This is an optimization exercise on Yosys and OpenROAD, whose aim is small area and a short achievable clock period, not a production implementation. RTL that was checked went through simulation tests only; none was proved equivalent to the original. Power figures rest on the tool's default switching activity, not on a simulated workload.

==> try-garnet <==
==> flow/design.v <==
module rank_filter (
    input  wire               clk,
    input  wire               rst,         
    input  wire [2:0]         rf_half,     
    input  wire               rf_mode,     
    input  wire [15:0]        rf_thresh,   
    input  wire               in_valid,
    input  wire signed [17:0] in_data,
    output reg                out_valid,
    output reg  signed [17:0] out_data,
    output reg                out_hit
);
    localparam integer N = 15;   
    reg signed [17:0] x_q;
    reg        [15:0] th_q;
    reg               v0;
    reg               rst_q;
    reg        [2:0]  h_q;
    reg               mode_q;
    always @(posedge clk) begin
        x_q    <= in_data;
        th_q   <= rf_thresh;
        v0     <= in_valid & ~rst;
        rst_q  <= rst;
        h_q    <= rf_half;
        mode_q <= rf_mode;
    end
    reg signed [17:0] w    [0:N-1];    
    reg        [3:0]  r    [0:N-1];    
    reg        [N-1:0] fill;           
    reg  [N-1:0] inwin;    
    reg  [3:0]   r_old;    
    integer k;
    always @(*) begin
        for (k = 0; k < N; k = k + 1)
            inwin[k] = (k < {h_q, 1'b0});
        r_old = r[{h_q, 1'b0}];
    end
    reg  [N-1:0] c;
    reg  [N-1:0] dn;        
    reg  [3:0]   rm  [0:N-1];
    reg  [3:0]   rn  [0:N-1];
    reg  [N-1:0] e0, e1;    
    reg  [N-1:0] sel;       
    always @(*) begin
        for (k = 0; k < N; k = k + 1) begin
            c[k]   = inwin[k] & (fill[k] ? (x_q < w[k]) : x_q[17]);
            dn[k]  = (r_old < r[k]);
            rm[k]  = r[k] - {3'b000, dn[k]};
            rn[k]  = rm[k] + {3'b000, c[k]};
            e0[k]  = inwin[k] & (rm[k] == {1'b0, h_q});
            e1[k]  = inwin[k] & (rm[k] == {1'b0, h_q} - 4'd1);
            sel[k] = c[k] ? e1[k] : e0[k];
        end
    end
    reg [3:0] pop;
    always @(*) begin
        pop = 4'd0;
        for (k = 0; k < N; k = k + 1)
            pop = pop + {3'b000, c[k]};
    end
    wire [3:0] rx    = {h_q, 1'b0} - pop;
    wire       sel_x = ~|sel;    
    reg signed [17:0] med;
    always @(*) begin
        med = sel_x ? x_q : 18'sd0;
        for (k = 0; k < N; k = k + 1)
            med = med | ((sel[k] & fill[k]) ? w[k] : 18'sd0);
    end
    wire signed [17:0] cen = fill[h_q - 3'd1] ? w[h_q - 3'd1] : 18'sd0;
    always @(posedge clk) begin
        if (v0) begin
            w[0] <= x_q;
            for (k = 1; k < N; k = k + 1)
                w[k] <= w[k-1];
        end
        if (rst_q) begin
            fill <= {N{1'b0}};
            for (k = 0; k < N; k = k + 1)
                r[k] <= k[3:0];
        end else if (v0) begin
            fill <= {fill[N-2:0], 1'b1};
            r[0] <= rx;
            for (k = 1; k < N; k = k + 1)
                r[k] <= rn[k-1];
        end
    end
    reg signed [17:0] med_q, cen_q;
    reg        [15:0] th2_q;
    reg               v1;
    always @(posedge clk) begin
        med_q <= med;
        cen_q <= cen;
        th2_q <= th_q;
        v1    <= v0 & ~rst;
    end
    wire signed [18:0] diff     = cen_q - med_q;
    wire               dneg     = diff[18];
    wire               upper_ok = (diff[17:16] == {2{dneg}});
    wire        [15:0] u        = diff[15:0] ^ {16{dneg}};
    wire        [16:0] tdiff    = {1'b0, th2_q} - {1'b0, u} - {16'd0, dneg};
    wire               keep     = mode_q & upper_ok & ~tdiff[16];
    wire signed [17:0] y        = keep ? cen_q : med_q;
    always @(posedge clk) begin
        out_valid <= v1 & ~rst;
        out_data  <= y;
        out_hit   <= ~keep & (diff != 19'd0);
    end
endmodule
==> flow/run.sh <==
#!/bin/bash
# synth_recipe.tcl (not shown) runs the flow's synth.tcl, then flattens the netlist and writes it again
# the make line also repeats each setting of config.mk as NAME=value (left out here)
make -C /OpenROAD-flow-scripts/flow DESIGN_CONFIG=/design/flow/config.mk WORK_HOME=/design/flow/orfs CLKGATE_MAP_FILE= SYNTH_SCRIPT=/design/flow/synth_recipe.tcl finish
==> flow/config.mk <==
export PLATFORM = sky130hd
export DESIGN_NAME = rank_filter
export DESIGN_NICKNAME = rank_filter
export VERILOG_FILES = /design/flow/design.v
export SDC_FILE = /design/flow/constraint.sdc
export NUM_CORES = 4
export LEC_CHECK = 0
export CAP_MARGIN = 20
export CORE_MARGIN = 2
export CORE_UTILIZATION = 25
export PLACE_DENSITY = 0.45
export SLEW_MARGIN = 20
==> flow/constraint.sdc <==
create_clock -name core_clock -period 24.0 [get_ports {clk}]
set_input_delay 4.8000 -clock core_clock [delete_from_list [all_inputs] [get_ports {clk}]]
set_output_delay 4.8000 -clock core_clock [all_outputs]
set_load 0.01 [all_outputs]
==> inputs of try-willow, as changes to try-garnet <==
==> flow/design.v, changed modules only <==
module rank_filter (
    input  wire               clk,
    input  wire               rst,         
    input  wire [2:0]         rf_half,     
    input  wire               rf_mode,     
    input  wire [15:0]        rf_thresh,   
    input  wire               in_valid,
    input  wire signed [17:0] in_data,
    output reg                out_valid,
    output reg  signed [17:0] out_data,
    output reg                out_hit
);
    localparam integer M = 14;   
    localparam integer N = 15;   
    function lt18(input [17:0] a, input [17:0] b);
        reg [17:0] g, p;
        reg [8:0]  g1, p1;
        reg [2:0]  g2, p2;
        integer i;
        begin
            g = ~a & b;
            p = ~a | b;
            g[17] = a[17] & ~b[17];
            p[17] = a[17] | ~b[17];
            for (i = 0; i < 9; i = i + 1) begin
                g1[i] = g[2*i+1] | (p[2*i+1] & g[2*i]);
                p1[i] = p[2*i+1] & p[2*i];
            end
            for (i = 0; i < 3; i = i + 1) begin
                g2[i] = g1[3*i+2] | (p1[3*i+2] & (g1[3*i+1] | (p1[3*i+1] & g1[3*i])));
                p2[i] = p1[3*i+2] & p1[3*i+1] & p1[3*i];
            end
            lt18 = g2[2] | (p2[2] & (g2[1] | (p2[1] & g2[0])));
        end
    endfunction
    function lt4s(input [3:0] a, input [3:0] b);
        reg [3:0] g, p;
        begin
            g = ~a & b;
            p = ~a | b;
            g[3] = a[3] & ~b[3];
            p[3] = a[3] | ~b[3];
            lt4s = g[3] | (p[3] & (g[2] | (p[2] & (g[1] | (p[1] & g[0])))));
        end
    endfunction
    integer k;
    reg signed [17:0] x_q;
    reg        [15:0] th_q;
    reg               v0;
    reg               rst_q;
    reg               mode_q;
    reg        [7:0]  hsel;        
    always @(posedge clk) begin
        for (k = 0; k < 8; k = k + 1)
            hsel[k] <= (rf_half == k);
        x_q    <= in_data;
        th_q   <= rf_thresh;
        v0     <= in_valid & ~rst;
        rst_q  <= rst;
        mode_q <= rf_mode;
    end
    wire [2:0] h_q = {hsel[4] | hsel[5] | hsel[6] | hsel[7],
                      hsel[2] | hsel[3] | hsel[6] | hsel[7],
                      hsel[1] | hsel[3] | hsel[5] | hsel[7]};
    reg [M-1:0] inwin;     
    always @(*)
        for (k = 0; k < M; k = k + 1)
            inwin[k] = |(hsel[7:1] >> (k / 2));
    reg signed [17:0] w [0:M-1];   
    reg        [M-1:0] fill;       
    reg        [3:0]   r [0:N-1];  
    reg        [3:0]   r_old;      
    always @(*) begin
        r_old = 4'd0;
        for (k = 1; k < 8; k = k + 1)
            r_old = r_old | (hsel[k] ? r[2*k] : 4'd0);
    end
    reg [M-1:0] c;         
    reg [M-1:0] dn;        
    reg [3:0]   rm  [0:M-1];   
    reg [3:0]   rn  [0:M-1];   
    reg [M-1:0] sel;       
    always @(*) begin
        for (k = 0; k < M; k = k + 1) begin
            c[k]   = inwin[k] & (fill[k] ? lt18(x_q, w[k]) : x_q[17]);
            dn[k]  = lt4s(r_old, r[k]);
            rm[k]  = r[k] - {3'b000, dn[k]};
            rn[k]  = rm[k] + {3'b000, c[k]};
            sel[k] = inwin[k] & (c[k] ? (rm[k] == 4'b1111) : (rm[k] == 4'b0000));
        end
    end
    wire [1:0] p0 = c[0] + c[1];
    wire [1:0] p1 = c[2] + c[3];
    wire [1:0] p2 = c[4] + c[5];
    wire [1:0] p3 = c[6] + c[7];
    wire [1:0] p4 = c[8] + c[9];
    wire [1:0] p5 = c[10] + c[11];
    wire [1:0] p6 = c[12] + c[13];
    wire [2:0] q0 = p0 + p1;
    wire [2:0] q1 = p2 + p3;
    wire [2:0] q2 = p4 + p5;
    wire [3:0] s0 = q0 + q1;
    wire [3:0] s1 = q2 + p6;
    wire [3:0] rx = {1'b0, h_q} - s0 - s1;
    wire       sel_x = ~|sel;    
    reg signed [17:0] med;
    always @(*) begin
        med = sel_x ? x_q : 18'sd0;
        for (k = 0; k < M; k = k + 1)
            med = med | ((sel[k] & fill[k]) ? w[k] : 18'sd0);
    end
    always @(posedge clk) begin
        if (v0) begin
            w[0] <= x_q;
            for (k = 1; k < M; k = k + 1)
                w[k] <= w[k-1];
        end
        if (rst_q) begin
            fill <= {M{1'b0}};
            for (k = 0; k < N; k = k + 1)
                r[k] <= k[0] ? -((k[3:0] + 4'd1) >> 1) : (k[3:0] >> 1);
        end else if (v0) begin
            fill <= {fill[M-2:0], 1'b1};
            r[0] <= rx;
            for (k = 1; k < N; k = k + 1)
                r[k] <= rn[k-1];
        end
    end
    reg signed [17:0] med_n;       
    reg        [15:0] th2_q;
    reg               v1;
    always @(posedge clk) begin
        med_n <= ~med;
        th2_q <= th_q;
        v1    <= v0 & ~rst;
    end
    reg signed [17:0] cen;
    always @(*) begin
        cen = 18'sd0;
        for (k = 0; k < 8; k = k + 1)
            cen = cen | ((hsel[k] & fill[k]) ? w[k] : 18'sd0);
    end
    wire        [18:0] diff     = {cen[17], cen} + {med_n[17], med_n} + 19'd1;
    wire               dneg     = diff[18];
    wire               upper_ok = (diff[17:16] == {2{dneg}});
    wire        [15:0] un       = ~(diff[15:0] ^ {16{dneg}});
    wire        [16:0] tdiff    = {1'b0, th2_q} + {1'b1, un} + {16'd0, ~dneg};
    wire               keep     = mode_q & upper_ok & ~tdiff[16];
    wire signed [17:0] y        = keep ? cen : ~med_n;
    always @(posedge clk) begin
        out_valid <= v1 & ~rst;
        out_data  <= y;
        out_hit   <= ~keep & (diff != 19'd0);
    end
endmodule
==> flow/flow/run.sh (new file) <==
#!/bin/bash
# Layout flow: the standard ORFS flow (standard.sh, unchanged synthesis),
# with two changes in how the layout is made:
#  - timing repair aims for more setup slack than the clock needs, so the
#    critical paths are sized up instead of left at minimum size;
#  - the port buffers are buf_2 cells.
# The clock period, SDC and all constraints are the standard flow's.
set -euo pipefail
bash standard.sh \
  SETUP_SLACK_MARGIN=18.1 \
  BUFFER_PORTS_ARGS="-buffer_cell sky130_fd_sc_hd__buf_2" \
  finish > flow.log 2>&1
==> flow/standard.sh (new file) <==
#!/bin/bash
# synth_recipe.tcl (not shown) runs the flow's synth.tcl, then flattens the netlist and writes it again
# the make line also repeats each setting of config.mk as NAME=value (left out here)
make -C /OpenROAD-flow-scripts/flow DESIGN_CONFIG=/design/flow/config.mk WORK_HOME=/design/flow/orfs CLKGATE_MAP_FILE= SYNTH_SCRIPT=/design/flow/synth_recipe.tcl "${@:-finish}"
--- a/flow/config.mk
+++ b/flow/config.mk
@@ -8,5 +8,7 @@
 export CAP_MARGIN = 20
 export CORE_MARGIN = 2
-export CORE_UTILIZATION = 25
-export PLACE_DENSITY = 0.45
+export CORE_UTILIZATION = 55
+export CTS_CLUSTER_DIAMETER = 80
+export CTS_CLUSTER_SIZE = 24
+export PLACE_DENSITY = 0.75
 export SLEW_MARGIN = 20
removed: flow/run.sh
==> inputs of try-violet, as changes to try-garnet <==
==> flow/design.v, changed modules only <==
module rank_filter (
    input  wire               clk,
    input  wire               rst,         
    input  wire [2:0]         rf_half,     
    input  wire               rf_mode,     
    input  wire [15:0]        rf_thresh,   
    input  wire               in_valid,
    input  wire signed [17:0] in_data,
    output reg                out_valid,
    output reg  signed [17:0] out_data,
    output reg                out_hit
);
    localparam integer N = 15;   
    reg signed [17:0] x_q;
    reg        [15:0] th_q;
    reg               v0;
    reg               rst_q;
    reg        [2:0]  h_q;
    reg               mode_q;
    always @(posedge clk) begin
        x_q    <= in_data;
        th_q   <= rf_thresh;
        v0     <= in_valid & ~rst;
        rst_q  <= rst;
        h_q    <= rf_half;
        mode_q <= rf_mode;
    end
    reg signed [17:0] w    [0:N-1];    
    reg        [3:0]  r    [0:N-1];    
    reg        [N-1:0] fill;           
    reg  [N-1:0] inwin;    
    reg  [3:0]   r_old;    
    integer k;
    always @(*) begin
        for (k = 0; k < N; k = k + 1)
            inwin[k] = (k < {h_q, 1'b0});
        r_old = r[{h_q, 1'b0}];
    end
    reg  [N-1:0] c;
    reg  [N-1:0] dn;        
    reg  [3:0]   rn [0:N-1];
    reg  [N-1:0] sel;       
    always @(*) begin
        for (k = 0; k < N; k = k + 1) begin
            c[k]  = inwin[k] & (fill[k] ? (x_q < w[k]) : x_q[17]);
            dn[k] = (r_old < r[k]);
            rn[k] = r[k] - {3'b000, dn[k]} + {3'b000, c[k]};
            sel[k] = inwin[k] & (rn[k] == {1'b0, h_q});
        end
    end
    reg [3:0] pop;
    always @(*) begin
        pop = 4'd0;
        for (k = 0; k < N; k = k + 1)
            pop = pop + {3'b000, c[k]};
    end
    wire [3:0] rx    = {h_q, 1'b0} - pop;
    wire       sel_x = (pop == {1'b0, h_q});
    reg signed [17:0] med;
    always @(*) begin
        med = sel_x ? x_q : 18'sd0;
        for (k = 0; k < N; k = k + 1)
            med = med | ((sel[k] & fill[k]) ? w[k] : 18'sd0);
    end
    wire signed [17:0] cen = fill[h_q - 3'd1] ? w[h_q - 3'd1] : 18'sd0;
    always @(posedge clk) begin
        if (v0) begin
            w[0] <= x_q;
            for (k = 1; k < N; k = k + 1)
                w[k] <= w[k-1];
        end
        if (rst_q) begin
            fill <= {N{1'b0}};
            for (k = 0; k < N; k = k + 1)
                r[k] <= k[3:0];
        end else if (v0) begin
            fill <= {fill[N-2:0], 1'b1};
            r[0] <= rx;
            for (k = 1; k < N; k = k + 1)
                r[k] <= rn[k-1];
        end
    end
    reg signed [17:0] med_q, cen_q;
    reg        [15:0] th2_q;
    reg               v1;
    always @(posedge clk) begin
        med_q <= med;
        cen_q <= cen;
        th2_q <= th_q;
        v1    <= v0 & ~rst;
    end
    wire signed [18:0] diff    = cen_q - med_q;
    wire        [18:0] absdiff = diff[18] ? -diff : diff;
    wire               keep    = mode_q && (absdiff <= {3'b000, th2_q});
    wire signed [17:0] y       = keep ? cen_q : med_q;
    always @(posedge clk) begin
        out_valid <= v1 & ~rst;
        out_data  <= y;
        out_hit   <= ~keep & (med_q != cen_q);
    end
endmodule
==> notes <==
try-garnet went through all stages and came out clean. try-willow completed without violations. try-violet finished with timing, DRC and antenna clean.
Against try-willow, the design area of try-violet is larger by 18%.
Of try-willow and try-garnet, try-garnet has the higher flip-flop and latch count (gap 13).
The highest global-route usage belongs to try-willow, the lowest to try-violet.
The highest cell count belongs to try-garnet, the lowest to try-willow.
The highest register-to-register slack belongs to try-willow, the lowest to try-violet.
Via count: try-garnet is higher than try-violet (about 15%).
The highest total power belongs to try-violet, the lowest to try-willow.
For try-garnet, only the layout was checked, not whether the RTL still works.

## what the ideal ports hide
Ports are ideal in the flow. The routed layouts listed here were re-timed in OpenROAD. Step 1 (the two cells are an assumption about what drives the block):
set clk [get_ports {clk}]
set_driving_cell -lib_cell sky130_fd_sc_hd__clkbuf_16 $clk
set_driving_cell -lib_cell sky130_fd_sc_hd__buf_2 [delete_from_list [all_inputs] $clk]
Step 2 times the ports against the registers' clock, not the clock port: input delays grow and output delays shrink by t, the midpoint of the rising clock arrivals with the driver on. a / b / c = no drivers / after step 1 / after step 2; a / b = the first two.
| run | t (ns) | setup WS [ns] | worst setup path after step 2 |
|---|---|---|---|
| try-garnet | 0.714 | 17.057 / 17.057 / 17.057 | register to register |
| try-willow | 0.649 | 18.051 / 18.051 / 18.051 | register to register |
| try-violet | 0.671 | 16.234 / 16.234 / 16.234 | register to register |
After both steps setup and hold are still met in every run listed.
